From an optimization exercise on the open Yosys and OpenROAD flow, aimed at small area and a short achievable clock period; shortcuts taken in it are not production practice.
In this exercise RTL edits were held to simulation tests only and were not proved equivalent to the original.
Power figures rest on the tool's default switching activity, not on a simulated workload.

==> flow/design.v, too long to show whole: its modules and the start of the top module <==
// module frame_phase: 2348 lines
module frame_phase (
    input  wire        clk,
    input  wire        rst_n,         
    input  wire        cmd_valid,
    input  wire [2:0]  cmd_op,
    input  wire [2:0]  cmd_frame,
    input  wire [63:0] cmd_tick,      
    input  wire [63:0] cmd_data,
    output reg         r_valid,
    output reg  [47:0] r_acc,
    output wire [47:0] r_phase
);
  // ...
==> flow/flow/run.sh <==
#!/bin/bash
set -euo pipefail
bash standard.sh SETUP_SLACK_MARGIN=13 "BUFFER_PORTS_ARGS=-buffer_cell sky130_fd_sc_hd__buf_2" finish > flow_make.log 2>&1
==> flow/standard.sh <==
#!/bin/bash
# synth_recipe.tcl (not shown) runs the flow's synth.tcl, then flattens the netlist and writes it again
# the make line also repeats each setting of config.mk as NAME=value (left out here)
make -C /OpenROAD-flow-scripts/flow DESIGN_CONFIG=/design/flow/config.mk WORK_HOME=/design/flow/orfs CLKGATE_MAP_FILE= SYNTH_SCRIPT=/design/flow/synth_recipe.tcl "${@:-finish}"
==> flow/config.mk <==
export PLATFORM = sky130hd
export DESIGN_NAME = frame_phase
export DESIGN_NICKNAME = frame_phase
export VERILOG_FILES = /design/flow/design.v
export SDC_FILE = /design/flow/constraint.sdc
export NUM_CORES = 4
export LEC_CHECK = 0
export ABC_AREA = 1
export CAP_MARGIN = 20
export CORE_MARGIN = 2
export CORE_UTILIZATION = 60
export CTS_BUF_LIST = sky130_fd_sc_hd__clkbuf_16
export CTS_CLUSTER_DIAMETER = 80
export CTS_CLUSTER_SIZE = 25
export SLEW_MARGIN = 20
==> flow/constraint.sdc <==
create_clock -name core_clock -period 18.0 [get_ports {clk}]
set_input_delay 3.6000 -clock core_clock [delete_from_list [all_inputs] [get_ports {clk}]]
set_output_delay 3.6000 -clock core_clock [all_outputs]
set_load 0.01 [all_outputs]
==> key figures, run 1 <==
Setup path
  – Peak fanout along the critical path: 25
  – Worst reg2reg path depth: 22
  – Reg2Reg Setup Slack: 13.01 ns
  – Worst flop-to-flop path startpoint: s0_sel[5]

Final layout
  – Final core utilization: 0.6675
  – Most common cell after layout, fill and taps aside: edfxtp_1
  – Clk tree area frac: 0.03227
  – Top class by area: registers
  – Final cell count without fillers: 8668

Routing
  – Vias: 54042
  – Avg WL per Cell: 29.55 um
  – First-pass DRT Iterations: 9

Clocking
  – Clock Path Buffers: 3
  – CTS Buf Count: 83
  – Setup bufs post-CTS: 48

Floorplan
  – IO Pins: 234

Pwr
  – Static Leak: 31.97 nW
  – Total power: 6.524 mW
  – Cell Int Power: 4.884 mW
  – Net Switching: 1.640 mW

Worst hold path
  – Hold path depth: 0
  – Min-delay src: s2_lo[14]
  – Hold WC Path Type: reg -> reg

Outcome
  – Outcome: timing/DRC/antenna clean

Yosys
  – Commonest cells post-synth: edfxtp_1 (1024), nand2_1 (828), inv_1 (738)
  – Post-synth EDFFs: 1024

Global routing
  – Initial antenna violation count: 16
  – Tot GR Track Use: 0.3736
  – Met3 usage: 0.08470

STA
  – Final worst slack: 13.00 ns
  – Fin crit share: 0.2776
  – Period minus WS final: 4.997 ns
==> run 2, diff against run 1 <==
--- a/flow/design.v
+++ b/flow/design.v
@@ -28,17 +28,17 @@
         s0_q     <= acc_cmd & (cmd_op == OP_QUERY);
         s0_clr   <= acc_cmd & (cmd_op == OP_SET_FREQ) & cmd_data[48];
         s0_sh    <= acc_cmd & (cmd_op == OP_SHIFT);
         s0_sp    <= acc_cmd & (cmd_op == OP_SET_PHASE);
         s0_pauli <= acc_cmd & (cmd_op == OP_PAULI);
         s0_wp    <= acc_cmd & (cmd_op == OP_WR_PHASE);
         s0_ctrl  <= acc_cmd & (cmd_op == OP_WR_CTRL);
         s0_tick  <= cmd_tick[47:0];
-        s0_data  <= cmd_data[31:0] ^ {32{cmd_op == OP_SET_PHASE}};
+        s0_data  <= cmd_data[31:0];
     end
     reg [47:0] freq0, freq1, freq2, freq3, freq4, freq5, freq6, freq7;
     reg [47:0] anch0, anch1, anch2, anch3, anch4, anch5, anch6, anch7;
     reg [7:0]  freq_ok, anch_ok;
     wire [7:0] in_sel = 8'd1 << cmd_frame;
     wire in_setf  = cmd_valid & (cmd_op == OP_SET_FREQ);
     wire in_wa    = cmd_valid & (cmd_op == OP_WR_ANCHOR);
     wire in_wanch = in_wa | (in_setf & cmd_data[48]);
@@ -512,17 +512,17 @@
     reg [31:0] s1_y;
     reg [7:0]  s1_sel;
     reg        s1_q, s1_sp, s1_sh, s1_wp, s1_clr, s1_ax, s1_az;
     always @(posedge clk) begin
         s1_one  <= be_one;
         s1_two  <= be_two;
         s1_neg  <= be_neg;
         s1_dt   <= dt_s;
-        s1_y    <= s0_data[31:0] & {32{s0_sh | s0_sp | s0_wp}};
+        s1_y    <= (s0_data[31:0] ^ {32{s0_sp}}) & {32{s0_sh | s0_sp | s0_wp}};
         s1_sel  <= s0_sel;
         s1_ax   <= f_apply & f_x;
         s1_az   <= f_apply & f_z;
         s1_q    <= rst_n & s0_q;
         s1_sp   <= rst_n & s0_sp;
         s1_sh   <= rst_n & s0_sh;
         s1_wp   <= rst_n & s0_wp;
         s1_clr  <= rst_n & s0_clr;
@@ -1865,104 +1865,104 @@
     reg [7:0]  po_ok;
     wire [7:0] po_ok_nx;     
     reg [7:0]  s2_psel;      
     reg [7:0]  s2_wsel;      
     reg        s2_q, s2_sp, s2_ax, s2_az;
     always @(posedge clk) begin
         s2_lo   <= lo_s;
         s2_c16  <= lo_co;
-        s2_S    <= m_S[47:16];
-        s2_C    <= m_C[47:16];
+        s2_S    <= ~m_S[47:16];      
+        s2_C    <= ~m_C[47:16];
         s2_L    <= m_top_l;
         s2_psel <= s1_sel & {8{s1_q | s1_sh}} & po_ok_nx;
         s2_wsel <= s1_sel & {8{rst_n & (s1_sh | s1_sp | s1_wp | s1_clr)}};
         s2_ax   <= s1_ax;
         s2_az   <= s1_az;
         s2_q    <= rst_n & s1_q;
         s2_sp   <= rst_n & s1_sp;
     end
     reg [31:0] po0, po1, po2, po3, po4, po5, po6, po7;
     wire [31:0] po_m =
         ({32{s2_psel[0]}} & po0) | ({32{s2_psel[1]}} & po1) |
         ({32{s2_psel[2]}} & po2) | ({32{s2_psel[3]}} & po3) |
         ({32{s2_psel[4]}} & po4) | ({32{s2_psel[5]}} & po5) |
         ({32{s2_psel[6]}} & po6) | ({32{s2_psel[7]}} & po7);
     wire        c16 = s2_c16;
-    wire [31:0] sh_ = {s2_S[47] ^ (^s2_L), s2_S[46:16]};
-    wire [31:0] ch_ = s2_C[47:16];
+    wire [31:0] sh_ = ~{s2_S[47] ^ (^s2_L), s2_S[46:16]};
+    wire [31:0] ch_ = ~s2_C[47:16];
     wire [31:0] a1x, a1y;
     assign {a1y, a1x} = {po_m & sh_ | ch_ & (po_m ^ sh_), po_m ^ sh_ ^ ch_};
     wire [31:0] a1z = {a1y[30:0], c16};
     wire [31:0] ad1_p, ad1_g, ad1_s;
     wire ad1_co;
-    assign ad1_p[0] = a1x[0] ^ a1z[0];
-    assign ad1_g[0] = a1x[0] & a1z[0];
-    assign ad1_p[1] = a1x[1] ^ a1z[1];
-    assign ad1_g[1] = a1x[1] & a1z[1];
-    assign ad1_p[2] = a1x[2] ^ a1z[2];
-    assign ad1_g[2] = a1x[2] & a1z[2];
-    assign ad1_p[3] = a1x[3] ^ a1z[3];
-    assign ad1_g[3] = a1x[3] & a1z[3];
-    assign ad1_p[4] = a1x[4] ^ a1z[4];
-    assign ad1_g[4] = a1x[4] & a1z[4];
-    assign ad1_p[5] = a1x[5] ^ a1z[5];
-    assign ad1_g[5] = a1x[5] & a1z[5];
-    assign ad1_p[6] = a1x[6] ^ a1z[6];
-    assign ad1_g[6] = a1x[6] & a1z[6];
-    assign ad1_p[7] = a1x[7] ^ a1z[7];
-    assign ad1_g[7] = a1x[7] & a1z[7];
-    assign ad1_p[8] = a1x[8] ^ a1z[8];
-    assign ad1_g[8] = a1x[8] & a1z[8];
-    assign ad1_p[9] = a1x[9] ^ a1z[9];
-    assign ad1_g[9] = a1x[9] & a1z[9];
-    assign ad1_p[10] = a1x[10] ^ a1z[10];
-    assign ad1_g[10] = a1x[10] & a1z[10];
-    assign ad1_p[11] = a1x[11] ^ a1z[11];
-    assign ad1_g[11] = a1x[11] & a1z[11];
-    assign ad1_p[12] = a1x[12] ^ a1z[12];
-    assign ad1_g[12] = a1x[12] & a1z[12];
-    assign ad1_p[13] = a1x[13] ^ a1z[13];
-    assign ad1_g[13] = a1x[13] & a1z[13];
-    assign ad1_p[14] = a1x[14] ^ a1z[14];
-    assign ad1_g[14] = a1x[14] & a1z[14];
-    assign ad1_p[15] = a1x[15] ^ a1z[15];
-    assign ad1_g[15] = a1x[15] & a1z[15];
-    assign ad1_p[16] = a1x[16] ^ a1z[16];
-    assign ad1_g[16] = a1x[16] & a1z[16];
-    assign ad1_p[17] = a1x[17] ^ a1z[17];
-    assign ad1_g[17] = a1x[17] & a1z[17];
-    assign ad1_p[18] = a1x[18] ^ a1z[18];
-    assign ad1_g[18] = a1x[18] & a1z[18];
-    assign ad1_p[19] = a1x[19] ^ a1z[19];
-    assign ad1_g[19] = a1x[19] & a1z[19];
-    assign ad1_p[20] = a1x[20] ^ a1z[20];
-    assign ad1_g[20] = a1x[20] & a1z[20];
-    assign ad1_p[21] = a1x[21] ^ a1z[21];
-    assign ad1_g[21] = a1x[21] & a1z[21];
-    assign ad1_p[22] = a1x[22] ^ a1z[22];
-    assign ad1_g[22] = a1x[22] & a1z[22];
-    assign ad1_p[23] = a1x[23] ^ a1z[23];
-    assign ad1_g[23] = a1x[23] & a1z[23];
-    assign ad1_p[24] = a1x[24] ^ a1z[24];
-    assign ad1_g[24] = a1x[24] & a1z[24];
-    assign ad1_p[25] = a1x[25] ^ a1z[25];
-    assign ad1_g[25] = a1x[25] & a1z[25];
-    assign ad1_p[26] = a1x[26] ^ a1z[26];
-    assign ad1_g[26] = a1x[26] & a1z[26];
-    assign ad1_p[27] = a1x[27] ^ a1z[27];
-    assign ad1_g[27] = a1x[27] & a1z[27];
-    assign ad1_p[28] = a1x[28] ^ a1z[28];
-    assign ad1_g[28] = a1x[28] & a1z[28];
-    assign ad1_p[29] = a1x[29] ^ a1z[29];
-    assign ad1_g[29] = a1x[29] & a1z[29];
-    assign ad1_p[30] = a1x[30] ^ a1z[30];
-    assign ad1_g[30] = a1x[30] & a1z[30];
-    assign ad1_p[31] = a1x[31] ^ a1z[31];
-    assign ad1_g[31] = a1x[31] & a1z[31];
+    assign ad1_p[0] = ~a1x[0] ^ ~a1z[0];
+    assign ad1_g[0] = (~a1x[0] & ~a1z[0]) | (ad1_p[0] & 1'b1);
+    assign ad1_p[1] = ~a1x[1] ^ ~a1z[1];
+    assign ad1_g[1] = ~a1x[1] & ~a1z[1];
+    assign ad1_p[2] = ~a1x[2] ^ ~a1z[2];
+    assign ad1_g[2] = ~a1x[2] & ~a1z[2];
+    assign ad1_p[3] = ~a1x[3] ^ ~a1z[3];
+    assign ad1_g[3] = ~a1x[3] & ~a1z[3];
+    assign ad1_p[4] = ~a1x[4] ^ ~a1z[4];
+    assign ad1_g[4] = ~a1x[4] & ~a1z[4];
+    assign ad1_p[5] = ~a1x[5] ^ ~a1z[5];
+    assign ad1_g[5] = ~a1x[5] & ~a1z[5];
+    assign ad1_p[6] = ~a1x[6] ^ ~a1z[6];
+    assign ad1_g[6] = ~a1x[6] & ~a1z[6];
+    assign ad1_p[7] = ~a1x[7] ^ ~a1z[7];
+    assign ad1_g[7] = ~a1x[7] & ~a1z[7];
+    assign ad1_p[8] = ~a1x[8] ^ ~a1z[8];
+    assign ad1_g[8] = ~a1x[8] & ~a1z[8];
+    assign ad1_p[9] = ~a1x[9] ^ ~a1z[9];
+    assign ad1_g[9] = ~a1x[9] & ~a1z[9];
+    assign ad1_p[10] = ~a1x[10] ^ ~a1z[10];
+    assign ad1_g[10] = ~a1x[10] & ~a1z[10];
+    assign ad1_p[11] = ~a1x[11] ^ ~a1z[11];
+    assign ad1_g[11] = ~a1x[11] & ~a1z[11];
+    assign ad1_p[12] = ~a1x[12] ^ ~a1z[12];
+    assign ad1_g[12] = ~a1x[12] & ~a1z[12];
+    assign ad1_p[13] = ~a1x[13] ^ ~a1z[13];
+    assign ad1_g[13] = ~a1x[13] & ~a1z[13];
+    assign ad1_p[14] = ~a1x[14] ^ ~a1z[14];
+    assign ad1_g[14] = ~a1x[14] & ~a1z[14];
+    assign ad1_p[15] = ~a1x[15] ^ ~a1z[15];
+    assign ad1_g[15] = ~a1x[15] & ~a1z[15];
+    assign ad1_p[16] = ~a1x[16] ^ ~a1z[16];
+    assign ad1_g[16] = ~a1x[16] & ~a1z[16];
+    assign ad1_p[17] = ~a1x[17] ^ ~a1z[17];
+    assign ad1_g[17] = ~a1x[17] & ~a1z[17];
+    assign ad1_p[18] = ~a1x[18] ^ ~a1z[18];
+    assign ad1_g[18] = ~a1x[18] & ~a1z[18];
+    assign ad1_p[19] = ~a1x[19] ^ ~a1z[19];
+    assign ad1_g[19] = ~a1x[19] & ~a1z[19];
+    assign ad1_p[20] = ~a1x[20] ^ ~a1z[20];
+    assign ad1_g[20] = ~a1x[20] & ~a1z[20];
+    assign ad1_p[21] = ~a1x[21] ^ ~a1z[21];
+    assign ad1_g[21] = ~a1x[21] & ~a1z[21];
+    assign ad1_p[22] = ~a1x[22] ^ ~a1z[22];
+    assign ad1_g[22] = ~a1x[22] & ~a1z[22];
+    assign ad1_p[23] = ~a1x[23] ^ ~a1z[23];
+    assign ad1_g[23] = ~a1x[23] & ~a1z[23];
+    assign ad1_p[24] = ~a1x[24] ^ ~a1z[24];
+    assign ad1_g[24] = ~a1x[24] & ~a1z[24];
+    assign ad1_p[25] = ~a1x[25] ^ ~a1z[25];
+    assign ad1_g[25] = ~a1x[25] & ~a1z[25];
+    assign ad1_p[26] = ~a1x[26] ^ ~a1z[26];
+    assign ad1_g[26] = ~a1x[26] & ~a1z[26];
+    assign ad1_p[27] = ~a1x[27] ^ ~a1z[27];
+    assign ad1_g[27] = ~a1x[27] & ~a1z[27];
+    assign ad1_p[28] = ~a1x[28] ^ ~a1z[28];
+    assign ad1_g[28] = ~a1x[28] & ~a1z[28];
+    assign ad1_p[29] = ~a1x[29] ^ ~a1z[29];
+    assign ad1_g[29] = ~a1x[29] & ~a1z[29];
+    assign ad1_p[30] = ~a1x[30] ^ ~a1z[30];
+    assign ad1_g[30] = ~a1x[30] & ~a1z[30];
+    assign ad1_p[31] = ~a1x[31] ^ ~a1z[31];
+    assign ad1_g[31] = ~a1x[31] & ~a1z[31];
     wire ad1_G0 = ad1_g[1] | (ad1_p[1] & ad1_g[0]);
     wire ad1_G1 = ad1_g[3] | (ad1_p[3] & ad1_g[2]);
     wire ad1_P1 = ad1_p[3] & ad1_p[2];
     wire ad1_G2 = ad1_g[5] | (ad1_p[5] & ad1_g[4]);
     wire ad1_P2 = ad1_p[5] & ad1_p[4];
     wire ad1_G3 = ad1_g[7] | (ad1_p[7] & ad1_g[6]);
     wire ad1_P3 = ad1_p[7] & ad1_p[6];
     wire ad1_G4 = ad1_g[9] | (ad1_p[9] & ad1_g[8]);
@@ -2066,17 +2066,17 @@
     wire ad1_G53 = ad1_g[24] | (ad1_p[24] & ad1_G31);
     wire ad1_P53 = ad1_p[24] & ad1_P31;
     wire ad1_G54 = ad1_g[26] | (ad1_p[26] & ad1_G40);
     wire ad1_P54 = ad1_p[26] & ad1_P40;
     wire ad1_G55 = ad1_g[28] | (ad1_p[28] & ad1_G34);
     wire ad1_P55 = ad1_p[28] & ad1_P34;
     wire ad1_G56 = ad1_g[30] | (ad1_p[30] & ad1_G41);
     wire ad1_P56 = ad1_p[30] & ad1_P41;
-    assign ad1_s[0] = ad1_p[0] ^ 1'b0;
+    assign ad1_s[0] = ad1_p[0] ^ 1'b1;
     assign ad1_s[1] = ad1_p[1] ^ ad1_g[0];
     assign ad1_s[2] = ad1_p[2] ^ ad1_G0;
     assign ad1_s[3] = ad1_p[3] ^ ad1_G42;
     assign ad1_s[4] = ad1_p[4] ^ ad1_G16;
     assign ad1_s[5] = ad1_p[5] ^ ad1_G43;
     assign ad1_s[6] = ad1_p[6] ^ ad1_G35;
     assign ad1_s[7] = ad1_p[7] ^ ad1_G44;
     assign ad1_s[8] = ad1_p[8] ^ ad1_G24;
@@ -2099,87 +2099,87 @@
     assign ad1_s[25] = ad1_p[25] ^ ad1_G53;
     assign ad1_s[26] = ad1_p[26] ^ ad1_G40;
     assign ad1_s[27] = ad1_p[27] ^ ad1_G54;
     assign ad1_s[28] = ad1_p[28] ^ ad1_G34;
     assign ad1_s[29] = ad1_p[29] ^ ad1_G55;
     assign ad1_s[30] = ad1_p[30] ^ ad1_G41;
     assign ad1_s[31] = ad1_p[31] ^ ad1_G56;
     assign ad1_co = ad1_G30;
-    wire [31:0] a1 = ad1_s;
+    wire [31:0] a1 = ~ad1_s;
     wire [31:0] npo = ~po_m;
     wire [31:0] a2x, a2y;
     assign {a2y, a2x} = {npo & sh_ | ch_ & (npo ^ sh_), npo ^ sh_ ^ ch_};
     wire [31:0] a2z = {a2y[30:0], c16};
     wire [31:0] ad2_p, ad2_g, ad2_s;
     wire ad2_co;
-    assign ad2_p[0] = a2x[0] ^ a2z[0];
-    assign ad2_g[0] = (a2x[0] & a2z[0]) | (ad2_p[0] & 1'b1);
-    assign ad2_p[1] = a2x[1] ^ a2z[1];
-    assign ad2_g[1] = a2x[1] & a2z[1];
-    assign ad2_p[2] = a2x[2] ^ a2z[2];
-    assign ad2_g[2] = a2x[2] & a2z[2];
-    assign ad2_p[3] = a2x[3] ^ a2z[3];
-    assign ad2_g[3] = a2x[3] & a2z[3];
-    assign ad2_p[4] = a2x[4] ^ a2z[4];
-    assign ad2_g[4] = a2x[4] & a2z[4];
-    assign ad2_p[5] = a2x[5] ^ a2z[5];
-    assign ad2_g[5] = a2x[5] & a2z[5];
-    assign ad2_p[6] = a2x[6] ^ a2z[6];
-    assign ad2_g[6] = a2x[6] & a2z[6];
-    assign ad2_p[7] = a2x[7] ^ a2z[7];
-    assign ad2_g[7] = a2x[7] & a2z[7];
-    assign ad2_p[8] = a2x[8] ^ a2z[8];
-    assign ad2_g[8] = a2x[8] & a2z[8];
-    assign ad2_p[9] = a2x[9] ^ a2z[9];
-    assign ad2_g[9] = a2x[9] & a2z[9];
-    assign ad2_p[10] = a2x[10] ^ a2z[10];
-    assign ad2_g[10] = a2x[10] & a2z[10];
-    assign ad2_p[11] = a2x[11] ^ a2z[11];
-    assign ad2_g[11] = a2x[11] & a2z[11];
-    assign ad2_p[12] = a2x[12] ^ a2z[12];
-    assign ad2_g[12] = a2x[12] & a2z[12];
-    assign ad2_p[13] = a2x[13] ^ a2z[13];
-    assign ad2_g[13] = a2x[13] & a2z[13];
-    assign ad2_p[14] = a2x[14] ^ a2z[14];
-    assign ad2_g[14] = a2x[14] & a2z[14];
-    assign ad2_p[15] = a2x[15] ^ a2z[15];
-    assign ad2_g[15] = a2x[15] & a2z[15];
-    assign ad2_p[16] = a2x[16] ^ a2z[16];
-    assign ad2_g[16] = a2x[16] & a2z[16];
-    assign ad2_p[17] = a2x[17] ^ a2z[17];
-    assign ad2_g[17] = a2x[17] & a2z[17];
-    assign ad2_p[18] = a2x[18] ^ a2z[18];
-    assign ad2_g[18] = a2x[18] & a2z[18];
-    assign ad2_p[19] = a2x[19] ^ a2z[19];
-    assign ad2_g[19] = a2x[19] & a2z[19];
-    assign ad2_p[20] = a2x[20] ^ a2z[20];
-    assign ad2_g[20] = a2x[20] & a2z[20];
-    assign ad2_p[21] = a2x[21] ^ a2z[21];
-    assign ad2_g[21] = a2x[21] & a2z[21];
-    assign ad2_p[22] = a2x[22] ^ a2z[22];
-    assign ad2_g[22] = a2x[22] & a2z[22];
-    assign ad2_p[23] = a2x[23] ^ a2z[23];
-    assign ad2_g[23] = a2x[23] & a2z[23];
-    assign ad2_p[24] = a2x[24] ^ a2z[24];
-    assign ad2_g[24] = a2x[24] & a2z[24];
-    assign ad2_p[25] = a2x[25] ^ a2z[25];
-    assign ad2_g[25] = a2x[25] & a2z[25];
-    assign ad2_p[26] = a2x[26] ^ a2z[26];
-    assign ad2_g[26] = a2x[26] & a2z[26];
-    assign ad2_p[27] = a2x[27] ^ a2z[27];
-    assign ad2_g[27] = a2x[27] & a2z[27];
-    assign ad2_p[28] = a2x[28] ^ a2z[28];
-    assign ad2_g[28] = a2x[28] & a2z[28];
-    assign ad2_p[29] = a2x[29] ^ a2z[29];
-    assign ad2_g[29] = a2x[29] & a2z[29];
-    assign ad2_p[30] = a2x[30] ^ a2z[30];
-    assign ad2_g[30] = a2x[30] & a2z[30];
-    assign ad2_p[31] = a2x[31] ^ a2z[31];
-    assign ad2_g[31] = a2x[31] & a2z[31];
+    assign ad2_p[0] = ~a2x[0] ^ ~a2z[0];
+    assign ad2_g[0] = ~a2x[0] & ~a2z[0];
+    assign ad2_p[1] = ~a2x[1] ^ ~a2z[1];
+    assign ad2_g[1] = ~a2x[1] & ~a2z[1];
+    assign ad2_p[2] = ~a2x[2] ^ ~a2z[2];
+    assign ad2_g[2] = ~a2x[2] & ~a2z[2];
+    assign ad2_p[3] = ~a2x[3] ^ ~a2z[3];
+    assign ad2_g[3] = ~a2x[3] & ~a2z[3];
+    assign ad2_p[4] = ~a2x[4] ^ ~a2z[4];
+    assign ad2_g[4] = ~a2x[4] & ~a2z[4];
+    assign ad2_p[5] = ~a2x[5] ^ ~a2z[5];
+    assign ad2_g[5] = ~a2x[5] & ~a2z[5];
+    assign ad2_p[6] = ~a2x[6] ^ ~a2z[6];
+    assign ad2_g[6] = ~a2x[6] & ~a2z[6];
+    assign ad2_p[7] = ~a2x[7] ^ ~a2z[7];
+    assign ad2_g[7] = ~a2x[7] & ~a2z[7];
+    assign ad2_p[8] = ~a2x[8] ^ ~a2z[8];
+    assign ad2_g[8] = ~a2x[8] & ~a2z[8];
+    assign ad2_p[9] = ~a2x[9] ^ ~a2z[9];
+    assign ad2_g[9] = ~a2x[9] & ~a2z[9];
+    assign ad2_p[10] = ~a2x[10] ^ ~a2z[10];
+    assign ad2_g[10] = ~a2x[10] & ~a2z[10];
+    assign ad2_p[11] = ~a2x[11] ^ ~a2z[11];
+    assign ad2_g[11] = ~a2x[11] & ~a2z[11];
+    assign ad2_p[12] = ~a2x[12] ^ ~a2z[12];
+    assign ad2_g[12] = ~a2x[12] & ~a2z[12];
+    assign ad2_p[13] = ~a2x[13] ^ ~a2z[13];
+    assign ad2_g[13] = ~a2x[13] & ~a2z[13];
+    assign ad2_p[14] = ~a2x[14] ^ ~a2z[14];
+    assign ad2_g[14] = ~a2x[14] & ~a2z[14];
+    assign ad2_p[15] = ~a2x[15] ^ ~a2z[15];
+    assign ad2_g[15] = ~a2x[15] & ~a2z[15];
+    assign ad2_p[16] = ~a2x[16] ^ ~a2z[16];
+    assign ad2_g[16] = ~a2x[16] & ~a2z[16];
+    assign ad2_p[17] = ~a2x[17] ^ ~a2z[17];
+    assign ad2_g[17] = ~a2x[17] & ~a2z[17];
+    assign ad2_p[18] = ~a2x[18] ^ ~a2z[18];
+    assign ad2_g[18] = ~a2x[18] & ~a2z[18];
+    assign ad2_p[19] = ~a2x[19] ^ ~a2z[19];
+    assign ad2_g[19] = ~a2x[19] & ~a2z[19];
+    assign ad2_p[20] = ~a2x[20] ^ ~a2z[20];
+    assign ad2_g[20] = ~a2x[20] & ~a2z[20];
+    assign ad2_p[21] = ~a2x[21] ^ ~a2z[21];
+    assign ad2_g[21] = ~a2x[21] & ~a2z[21];
+    assign ad2_p[22] = ~a2x[22] ^ ~a2z[22];
+    assign ad2_g[22] = ~a2x[22] & ~a2z[22];
+    assign ad2_p[23] = ~a2x[23] ^ ~a2z[23];
+    assign ad2_g[23] = ~a2x[23] & ~a2z[23];
+    assign ad2_p[24] = ~a2x[24] ^ ~a2z[24];
+    assign ad2_g[24] = ~a2x[24] & ~a2z[24];
+    assign ad2_p[25] = ~a2x[25] ^ ~a2z[25];
+    assign ad2_g[25] = ~a2x[25] & ~a2z[25];
+    assign ad2_p[26] = ~a2x[26] ^ ~a2z[26];
+    assign ad2_g[26] = ~a2x[26] & ~a2z[26];
+    assign ad2_p[27] = ~a2x[27] ^ ~a2z[27];
+    assign ad2_g[27] = ~a2x[27] & ~a2z[27];
+    assign ad2_p[28] = ~a2x[28] ^ ~a2z[28];
+    assign ad2_g[28] = ~a2x[28] & ~a2z[28];
+    assign ad2_p[29] = ~a2x[29] ^ ~a2z[29];
+    assign ad2_g[29] = ~a2x[29] & ~a2z[29];
+    assign ad2_p[30] = ~a2x[30] ^ ~a2z[30];
+    assign ad2_g[30] = ~a2x[30] & ~a2z[30];
+    assign ad2_p[31] = ~a2x[31] ^ ~a2z[31];
+    assign ad2_g[31] = ~a2x[31] & ~a2z[31];
     wire ad2_G0 = ad2_g[1] | (ad2_p[1] & ad2_g[0]);
     wire ad2_G1 = ad2_g[3] | (ad2_p[3] & ad2_g[2]);
     wire ad2_P1 = ad2_p[3] & ad2_p[2];
     wire ad2_G2 = ad2_g[5] | (ad2_p[5] & ad2_g[4]);
     wire ad2_P2 = ad2_p[5] & ad2_p[4];
     wire ad2_G3 = ad2_g[7] | (ad2_p[7] & ad2_g[6]);
     wire ad2_P3 = ad2_p[7] & ad2_p[6];
     wire ad2_G4 = ad2_g[9] | (ad2_p[9] & ad2_g[8]);
@@ -2283,17 +2283,17 @@
     wire ad2_G53 = ad2_g[24] | (ad2_p[24] & ad2_G31);
     wire ad2_P53 = ad2_p[24] & ad2_P31;
     wire ad2_G54 = ad2_g[26] | (ad2_p[26] & ad2_G40);
     wire ad2_P54 = ad2_p[26] & ad2_P40;
     wire ad2_G55 = ad2_g[28] | (ad2_p[28] & ad2_G34);
     wire ad2_P55 = ad2_p[28] & ad2_P34;
     wire ad2_G56 = ad2_g[30] | (ad2_p[30] & ad2_G41);
     wire ad2_P56 = ad2_p[30] & ad2_P41;
-    assign ad2_s[0] = ad2_p[0] ^ 1'b1;
+    assign ad2_s[0] = ad2_p[0] ^ 1'b0;
     assign ad2_s[1] = ad2_p[1] ^ ad2_g[0];
     assign ad2_s[2] = ad2_p[2] ^ ad2_G0;
     assign ad2_s[3] = ad2_p[3] ^ ad2_G42;
     assign ad2_s[4] = ad2_p[4] ^ ad2_G16;
     assign ad2_s[5] = ad2_p[5] ^ ad2_G43;
     assign ad2_s[6] = ad2_p[6] ^ ad2_G35;
     assign ad2_s[7] = ad2_p[7] ^ ad2_G44;
     assign ad2_s[8] = ad2_p[8] ^ ad2_G24;
@@ -2316,17 +2316,17 @@
     assign ad2_s[25] = ad2_p[25] ^ ad2_G53;
     assign ad2_s[26] = ad2_p[26] ^ ad2_G40;
     assign ad2_s[27] = ad2_p[27] ^ ad2_G54;
     assign ad2_s[28] = ad2_p[28] ^ ad2_G34;
     assign ad2_s[29] = ad2_p[29] ^ ad2_G55;
     assign ad2_s[30] = ad2_p[30] ^ ad2_G41;
     assign ad2_s[31] = ad2_p[31] ^ ad2_G56;
     assign ad2_co = ad2_G30;
-    wire [31:0] a2 = ad2_s;
+    wire [31:0] a2 = ~ad2_s;
     wire [31:0] ph_hi = (s2_ax ? a2 : a1) ^ {s2_az, 31'd0};
     wire [31:0] po_new = a1 ^ {32{s2_sp}};
     wire [7:0] we_po = s2_wsel;
     always @(posedge clk) begin
         if (we_po[0]) po0 <= po_new;
         if (we_po[1]) po1 <= po_new;
         if (we_po[2]) po2 <= po_new;
         if (we_po[3]) po3 <= po_new;
==> key figures, run 2 <==
STA
  – F_max: 0.1985 GHz (was 0.2001 GHz)
  – Period minus WS final: 5.037 ns (was 4.997 ns)
  – Fin crit share: 0.2798 (was 0.2776)
  – Clock Skew: 0.04144 ns (was 0.04924 ns)
  – Final setup viols: 0 (unchanged)
  – Worst Tran Pin Value: 1.137 ns (was 1.115 ns)
  – Pins Over Slew Limit: 0 (unchanged)
  – Final worst slack: 12.96 ns (was 13.00 ns)
  – Final TNS setup: 0 ns (unchanged)
  – Slew headroom: 0.2418 (was 0.2568)
  – Unrepaired setup endpoints after global routing: true (unchanged)
  – Final hold vios: 0 (unchanged)
  – Hold slack: 0.3323 ns (was 0.3324 ns)

Global routing
  – Initial antenna violation count: 22 (was 16)
  – Largest net degree at the start of global routing: 50 (unchanged)
  – Vias in the first global route: 53068 (was 52910)
  – Total gr overflow: 0 (unchanged)
  – Tot GR Track Use: 0.3718 (was 0.3736)
  – Global-route wire length before repair: 362700 um (was 365700 um)

Yosys
  – Most frequent cell after synthesis: edfxtp_1 (unchanged)
  – Asr flop ratio synth: 0 (unchanged)
  – Sequential area share after synthesis: 0.5131 (was 0.5080)
  – Synth unique cells: 52 (was 56)
  – Commonest cells post-synth: edfxtp_1 (1024), nand2_1 (892), xor2_1 (668) (was edfxtp_1 (1024), nand2_1 (828), inv_1 (738))
  – Syn Nets: 7444 (was 7635)
  – Syn Inst Count: 6534 (was 6725)
  – Syn Area/Cell: 12.12 sq um (was 11.90 sq um)
  – Number of synthesized register bits: 1518 (unchanged)
  – Post-synth EDFFs: 1024 (unchanged)
  – Synth area leader: edfxtp_1 (unchanged)
  – Ys flop type: edfxtp_1 (unchanged)
  – Yosys Warn Count: 1 (unchanged)
  – Synth Cell Area: 79210 sq um (was 80000 sq um)
  – Largest cells by area after synthesis: edfxtp_1 (39%), fa_1 (16%), dfxtp_1 (12%) (was edfxtp_1 (38%), fa_1 (16%), dfxtp_1 (12%))
  – Synth top area share: 0.3882 (was 0.3844)

Setup path
  – Crit-path slowest cell: nor2_4 (was nand3_2)
  – Worst flop-to-flop path startpoint: s1_dt[10] (was s0_sel[5])
  – Crit start category: primary input (unchanged)
  – Worst-path cell chain: buf_2, inv_8, nor2_4, nand2_2, nand2_4, clkinvlp_4, buf_12, nor2_4, clkbuf_16 (was buf_2, inv_8, nor2_4, nand3_2, nor2_4, buf_4)
  – Crit path DAT: 5.47 ns (was 5.37 ns)
  – Cell mode on critical path: nor2_4 (unchanged)
  – Critical Path Max Stage Delay: 0.42 ns (was 0.50 ns)
  – Worst endpoint required time: 18.43 ns (was 18.37 ns)
  – Peak fanout along the critical path: 21 (was 25)
  – Worst setup EP type: flop (unchanged)
  – Crit path from: cmd_op[1] (was cmd_op[0])
  – Crit path kind: in -> reg (unchanged)

Place
  – Number of port buffers: 202 (unchanged)
  – Setup WS pre-CTS: 11.63 ns (was 11.67 ns)
  – Final HPWL DP: 161900 um (was 166600 um)
  – Placed instance area: 81990 sq um (was 82690 sq um)
  – Placer Congestion: 0.9812 (was 0.9928)

Worst hold path
  – Hold WC Path Type: reg -> reg (unchanged)
  – Min-delay src: s1_az (was s2_lo[14])

Final layout
  – Nets@finish: 7581 (was 7750)
  – Final instance area: 87670 sq um (was 88090 sq um)
  – Layout cells sized above 1: 0.1373 (was 0.1226)
  – Final core utilization: 0.6678 (was 0.6675)
  – Most frequent cells in the layout: edfxtp_1 (1024), nand2_1 (884), xor2_1 (652), fa_1 (605), o22ai_1 (532) (was edfxtp_1 (1024), nand2_1 (816), inv_1 (743), xor2_1 (664), fa_1 (630))
  – Layout Area Growth over Synthesis: 10.69% (was 10.11%)
  – # fillers: 9806 (was 9978)
  – Most common cell after layout, fill and taps aside: edfxtp_1 (unchanged)

Clocking
  – CTS tree: built (unchanged)
  – CTS Buf Count: 80 (was 83)
  – Clk pin slew, worst setup/hold paths: 0.10 ns (was 0.09 ns)
  – Clock Path Buffers: 3 (unchanged)
  – H-tree levels: 3 (unchanged)
  – Clock sink count: 1518 (unchanged)
  – CTS hold repair buffers: 0 (unchanged)
  – Worst-skew pair later-pin latency: 0.75 ns (was 0.74 ns)
  – Clk Tree Root Cell: clkbuf_16 (unchanged)

Outcome
  – Outcome: timing/DRC/antenna clean (unchanged)

Floorplan
  – Die H: 367.3 um (was 369.1 um)
  – IO Pins: 234 (unchanged)
  – Initial Util: 0.6033 (was 0.6062)
  – Chip Width: 367.3 um (was 369.1 um)
  – Placeable Area: 131300 sq um (was 132000 sq um)
  – Die area: 134900 sq um (was 136300 sq um)
  – Num rows: 133 (unchanged)

Routing
  – Routed vias/inst: 6.313 (was 6.235)
  – DR iter-0 viols: 6338 (was 6646)
  – First-pass DRT Iterations: 8 (was 9)
  – Avg WL per Cell: 29.60 um (was 29.55 um)
  – Vias: 53667 (was 54042)
  – Final ANT Viol Nets: 0 (unchanged)
  – Drt drc: 0 (unchanged)
  – DRT Wirelength: 251600 um (was 256200 um)

Flow run
  – Maxcap violations: 0 (unchanged)

Pwr
  – Static Leak: 30.47 nW (was 31.97 nW)
  – Power Dens Cells: 73.82 nW/um^2 (was 74.06 nW/um^2)
  – Worst vdd ir: 0.0001057 V (was 0.00009547 V)
==> run 2: worst paths after layout <==
| kind | slack (ns) | depth (start not counted) | endpoint |
|---|---|---|---|
| max | 12.96 | 9 | anch5[12] |
| min | 0.33 | 0 | s2_az |
| max reg2reg | 13.00 | 13 | s2_C[46] |
| min reg2reg | 0.33 | 0 | s2_az |
==> run 2: logic make-up (layout without fill, tap and decap cells) <==
kind of cell | count (synthesis) | in the layout | share of synthesized area
flip-flops | 1518 | 1518 | 0.5131
AND/OR/NAND/NOR | 1362 | 1363 | 0.07186
AO/OA/AOI/OAI | 1154 | 1154 | 0.09737
buffers and inverters | 944 | 1148 | 0.04684
adder cells (fa/ha/maj) | 773 | 773 | 0.1828
XOR/XNOR | 735 | 735 | 0.08127
multiplexers | 48 | 48 | 0.006824
other | 0 | 7 | 0
==> run 2: what timing repair did <==
| item | 4_1_cts | 5_1_grt |
|---|---|---|
| resized for setup | 242 | 269 |
| pin swaps | 9 | 31 |
| setup buffers | 57 | 41 |
| endpoints found under the setup margin | 799 | 358 |
| gates cloned | 11 | 6 |
==> run 2: critical path, delay by kind of cell <==
family                 cells  cell delay (ns)
AND/OR/NAND/NOR            4             0.97
buffers and inverters      5             0.86
==> run 2: per-layer routing <==
metal | up-vias | routed length [um] | GRT usage
li1 | 22865 | - | -
met1 | 26760 | 93110 | 0.4838
met2 | 3260 | 115300 | 0.5773
met3 | 766 | 26870 | 0.09044
met4 | 16 | 16260 | 0.2045
met5 | - | 93 | 0
==> run 2: area by class of cell <==
| type | count | area (sq um) | share of cell area |
|---|---|---|---|
| inverters | 556 | 2298 | 0.02622 |
| repair inverters | 6 | 42.54 | 0.0004852 |
| clock buffers | 82 | 2052 | 0.02340 |
| diodes | 7 | 17.52 | 0.0001998 |
| multi-input cells | 4073 | 35780 | 0.4081 |
| clock inverters | 68 | 599.3 | 0.006836 |
| well taps | 1755 | 2196 | 0.02505 |
| repair buffers | 436 | 3914 | 0.04464 |
| flip-flops and latches | 1518 | 40780 | 0.4651 |
==> run 2: per-stage QoR <==
step	std cells	power [mW]
2_1_floorplan	6534	4.138
3_3_place_gp	8229	4.379
3_5_place_dp	8229	4.387
4_1_cts	8447	6.453
5_1_grt	8498	6.647
6_report	8501	6.472
==> run 2: report_power, final <==
part / total, mW / internal (mW) / leakage [nW] / switching (mW)
Combinational: 0.553 / 0.168 / 15.5 / 0.385
Clock: 2.09 / 0.894 / 1.42 / 1.20
Sequential: 3.83 / 3.78 / 13.6 / 0.0496
==> run 3, diff against run 2 <==
==> flow/flow/run.sh (replaced) <==
#!/bin/bash
set -euo pipefail
bash standard.sh SETUP_SLACK_MARGIN=13.1 "BUFFER_PORTS_ARGS=-buffer_cell sky130_fd_sc_hd__buf_2" finish > flow_make.log 2>&1
==> key figures, run 3 <==
Worst hold path
  – Hold Path End: r_acc[13] (was s2_az)
  – Hold path depth: 0 (unchanged)
  – Hold WC Path Type: reg -> reg (unchanged)
  – Min-delay src: s2_lo[13] (was s1_az)

Yosys
  – Synth top area share: 0.3882 (unchanged)
  – Number of synthesized register bits: 1518 (unchanged)
  – Yosys Warn Count: 1 (unchanged)
  – Ys flop type: edfxtp_1 (unchanged)
  – Largest cells by area after synthesis: edfxtp_1 (39%), fa_1 (16%), dfxtp_1 (12%) (unchanged)
  – Syn Inst Count: 6534 (unchanged)
  – Synth Cell Area: 79210 sq um (unchanged)
  – Syn Area/Cell: 12.12 sq um (unchanged)
  – Synth area leader: edfxtp_1 (unchanged)
  – Sequential area share after synthesis: 0.5131 (unchanged)
  – Asr flop ratio synth: 0 (unchanged)
  – Most frequent cell after synthesis: edfxtp_1 (unchanged)
  – Synth unique cells: 52 (unchanged)
  – Syn Nets: 7444 (unchanged)
  – Post-synth EDFFs: 1024 (unchanged)
  – Commonest cells post-synth: edfxtp_1 (1024), nand2_1 (892), xor2_1 (668) (unchanged)

Routing
  – Final ANT Viol Nets: 0 (unchanged)
  – DRT Wirelength: 253900 um (was 251600 um)
  – Routed vias/inst: 6.326 (was 6.313)
  – Met2 routed WL: 115500 um (was 115300 um)
  – Vias: 53889 (was 53667)
  – Highest metal used: met5 (unchanged)
  – Drt drc: 0 (unchanged)
  – Avg WL per Cell: 29.80 um (was 29.60 um)
  – DR iter-0 viols: 6515 (was 6338)
  – WL met3: 27180 um (was 26870 um)
  – First-pass DRT Iterations: 8 (unchanged)
  – WL met1: 92780 um (was 93110 um)

Global routing
  – Tot GR Track Use: 0.3713 (was 0.3718)
  – Vias in the first global route: 52880 (was 53068)
  – Largest net degree at the start of global routing: 60 (was 50)
  – Initial antenna violation count: 25 (was 22)
  – Total gr overflow: 0 (unchanged)
  – Global-route wire length before repair: 362000 um (was 362700 um)

Final layout
  – Nets@finish: 7611 (was 7581)
  – Layout cells sized above 1: 0.1496 (was 0.1373)
  – Layout Area Growth over Synthesis: 11.43% (was 10.69%)
  – Final core utilization: 0.6722 (was 0.6678)
  – Most frequent cells in the layout: edfxtp_1 (1024), nand2_1 (883), xor2_1 (646), fa_1 (578), o22ai_1 (511) (was edfxtp_1 (1024), nand2_1 (884), xor2_1 (652), fa_1 (605), o22ai_1 (532))
  – Most common cell after layout, fill and taps aside: edfxtp_1 (unchanged)

STA
  – Final TNS setup: 0 ns (unchanged)
  – Final hold vios: 0 (unchanged)
  – Final setup viols: 0 (unchanged)
  – Pins Over Slew Limit: 0 (unchanged)
  – Period minus WS final: 4.899 ns (was 5.037 ns)
  – Fin crit share: 0.2722 (was 0.2798)
  – Final worst slack: 13.10 ns (was 12.96 ns)
  – Slew headroom: 0.2026 (was 0.2418)
  – Unrepaired setup endpoints after global routing: true (unchanged)
  – Worst Tran Pin Value: 1.196 ns (was 1.137 ns)
  – F_max: 0.2041 GHz (was 0.1985 GHz)
  – Clock Skew: 0.03022 ns (was 0.04144 ns)

Pwr
  – Power Dens Cells: 72.23 nW/um^2 (was 73.82 nW/um^2)
  – Total power: 6.375 mW (was 6.472 mW)
  – Static Leak: 30.69 nW (was 30.47 nW)
  – Worst vdd ir: 0.0001102 V (was 0.0001057 V)

Setup path
  – Crit Reg-Reg Endpoint: s2_C[40] (was s2_C[46])
  – Crit start category: flop (was primary input)
  – Cell mode on critical path: fa_1 (was nor2_4)
  – Worst flop-to-flop path startpoint: s1_dt[7] (was s1_dt[10])
  – Reg2Reg Setup Slack: 13.10 ns (was 13.00 ns)
  – Critical Path Max Stage Delay: 0.58 ns (was 0.42 ns)
  – Peak fanout along the critical path: 27 (was 21)
  – Crit path kind: reg -> reg (was in -> reg)
  – Crit-path slowest cell: fa_1 (was nor2_4)
  – Worst setup EP type: flop (unchanged)
  – Crit path DAT: 5.48 ns (was 5.47 ns)
  – Worst endpoint required time: 18.58 ns (was 18.43 ns)
  – Worst-path cell chain: clkinvlp_4, buf_8, buf_8, o22ai_2, xor2_1, fa_1, fa_1, fa_1, fa_2, fa_1, fa_1, fa_2 (was buf_2, inv_8, nor2_4, nand2_2, nand2_4, clkinvlp_4, buf_12, nor2_4, clkbuf_16)
  – Worst reg2reg path depth: 12 (was 13)
  – Crit path from: s1_dt[7] (was cmd_op[1])

Clocking
  – H-tree levels: 3 (unchanged)
  – Worst-skew pair later-pin latency: 0.73 ns (was 0.75 ns)
  – Clock Path Buffers: 3 (unchanged)
  – CTS Buf Count: 76 (was 80)
  – CTS tree: built (unchanged)
  – Clk Tree Root Cell: clkbuf_16 (unchanged)
  – Clk pin slew, worst setup/hold paths: 0.09 ns (was 0.10 ns)
  – Clock sink count: 1518 (unchanged)

Floorplan
  – Chip Width: 367.3 um (unchanged)
  – Die H: 367.3 um (unchanged)
  – Num rows: 133 (unchanged)
  – IO Pins: 234 (unchanged)
  – Die area: 134900 sq um (unchanged)
  – Placeable Area: 131300 sq um (unchanged)
  – Initial Util: 0.6033 (unchanged)

Place
  – Placer Congestion: 0.9869 (was 0.9812)
  – Number of port buffers: 202 (unchanged)
  – Setup WS pre-CTS: 11.65 ns (was 11.63 ns)
  – Final HPWL DP: 161900 um (about the same)

Outcome
  – Outcome: timing/DRC/antenna clean (unchanged)

Flow run
  – Maxcap violations: 0 (unchanged)
==> run 3: cell counts after synthesis <==
Identical to the previous run, type by type.
==> run 3: area by class of cell <==
cell class / instances / area, sq um
Inverter: 556 / 2325
Sequential cell: 1518 / 40820
Clock buffer: 79 / 1977
Timing Repair Buffer: 468 / 4496
Tap cell: 1755 / 2196
Antenna cell: 5 / 12.51
Fill cell: 9738 / 43030
Clock inverter: 57 / 402.9
Timing Repair inverter: 9 / 60.06
Multi-Input combinational cell: 4072 / 35980
==> run 3: worst max-delay path by stage <==
| stage | end | cells after the start |
|---|---|---|
| after floorplan | anch0[0] | 6 |
| after global placement | anch3[38] | 8 |
| after detailed placement | anch4[38] | 8 |
| after CTS | s1_dt[47] | 23 |
| after global routing | s1_dt[47] | 22 |
| final | s2_C[40] | 12 |
==> run 3: cell families after synthesis <==
kind of cell / share of synthesized area
flip-flops: 0.5131
AND/OR/NAND/NOR: 0.07186
buffers and inverters: 0.04684
adder cells (fa/ha/maj): 0.1828
XOR/XNOR: 0.08127
multiplexers: 0.006824
AO/OA/AOI/OAI: 0.09737
==> run 3: routing by layer <==
layer	GRT usage	vias up
met1	0.4795	26945
met2	0.5821	3175
met5	0.003561	-
li1	-	22922
met3	0.09121	827
met4	0.1985	20
==> run 3: worst max-delay path: cells and delay by family, from the launching register on <==
family | cells | cell delay, ns
xor+xnor | 1 | 0.22
compound gates | 1 | 0.18
buf+inv | 3 | 0.45
fa+ha+maj | 7 | 3.37
flops | 1 | 0.46
==> run 3: stage by stage <==
stage                     hold slack, ns  instances  instance area (sq um)
final                             0.3306       8519                  88260
after global routing              0.3371       8517                  88260
after CTS                         0.3333       8443                  86290
after detailed placement          0.3128       8232                  82000
after global placement            0.3104       8232                  81990
after floorplan                   0.3096       6534                  79390
==> run 3: what timing repair did <==
item | in CTS | in global routing
cloned | 15 | 13
hold buffers | 0 | 0
buffers inserted | 60 | 58
setup endpoints to repair | 669 | 624
pin swaps | 22 | 60
resized for setup | 310 | 295
==> run 3: report_power, final <==
| group | switching, mW | internal, mW | total, mW |
|---|---|---|---|
| sequential | 0.0506 | 3.78 | 3.83 |
| combinational | 0.391 | 0.174 | 0.564 |
| clock | 1.14 | 0.840 | 1.98 |
| total | 1.58 | 4.79 | 6.38 |

static timing again, ports no longer ideal:
How much do the figures lean on ideal ports? The routed layouts below were timed once more, with nothing changed but the port constraints. Step 1, drivers: a clkbuf_16 drives clk and a buf_2 each remaining input, both assumed. Step 2 adds t to the input delays and takes it off the output delays; t is the mean of the earliest and latest rising clock arrival at the registers after step 1. Input paths then give back, and output paths get back, about the clock's delay inside the block. Three values: ideal ports, drivers, drivers and shift; two values: the first two.
| run | t (ns) | setup slack, ns | slew at the worst register clock pin (ns) | worst data-port slew with drivers (ns) |
|---|---|---|---|---|
| run 1 | 0.797 | 13.003 / 13.002 / 12.236 | 0.10 / 0.10 | 0.12 |
| run 2 | 0.818 | 12.963 / 12.973 / 12.201 | 0.10 / 0.10 | 0.13 |
| run 3 | 0.807 | 13.101 / 13.048 / 12.438 | 0.10 / 0.10 | 0.13 |
After both steps every run listed still meets setup and hold. The setup slack of run 1, which loses most, moves by -0.001 ns with the drivers and by -0.767 ns with both steps.
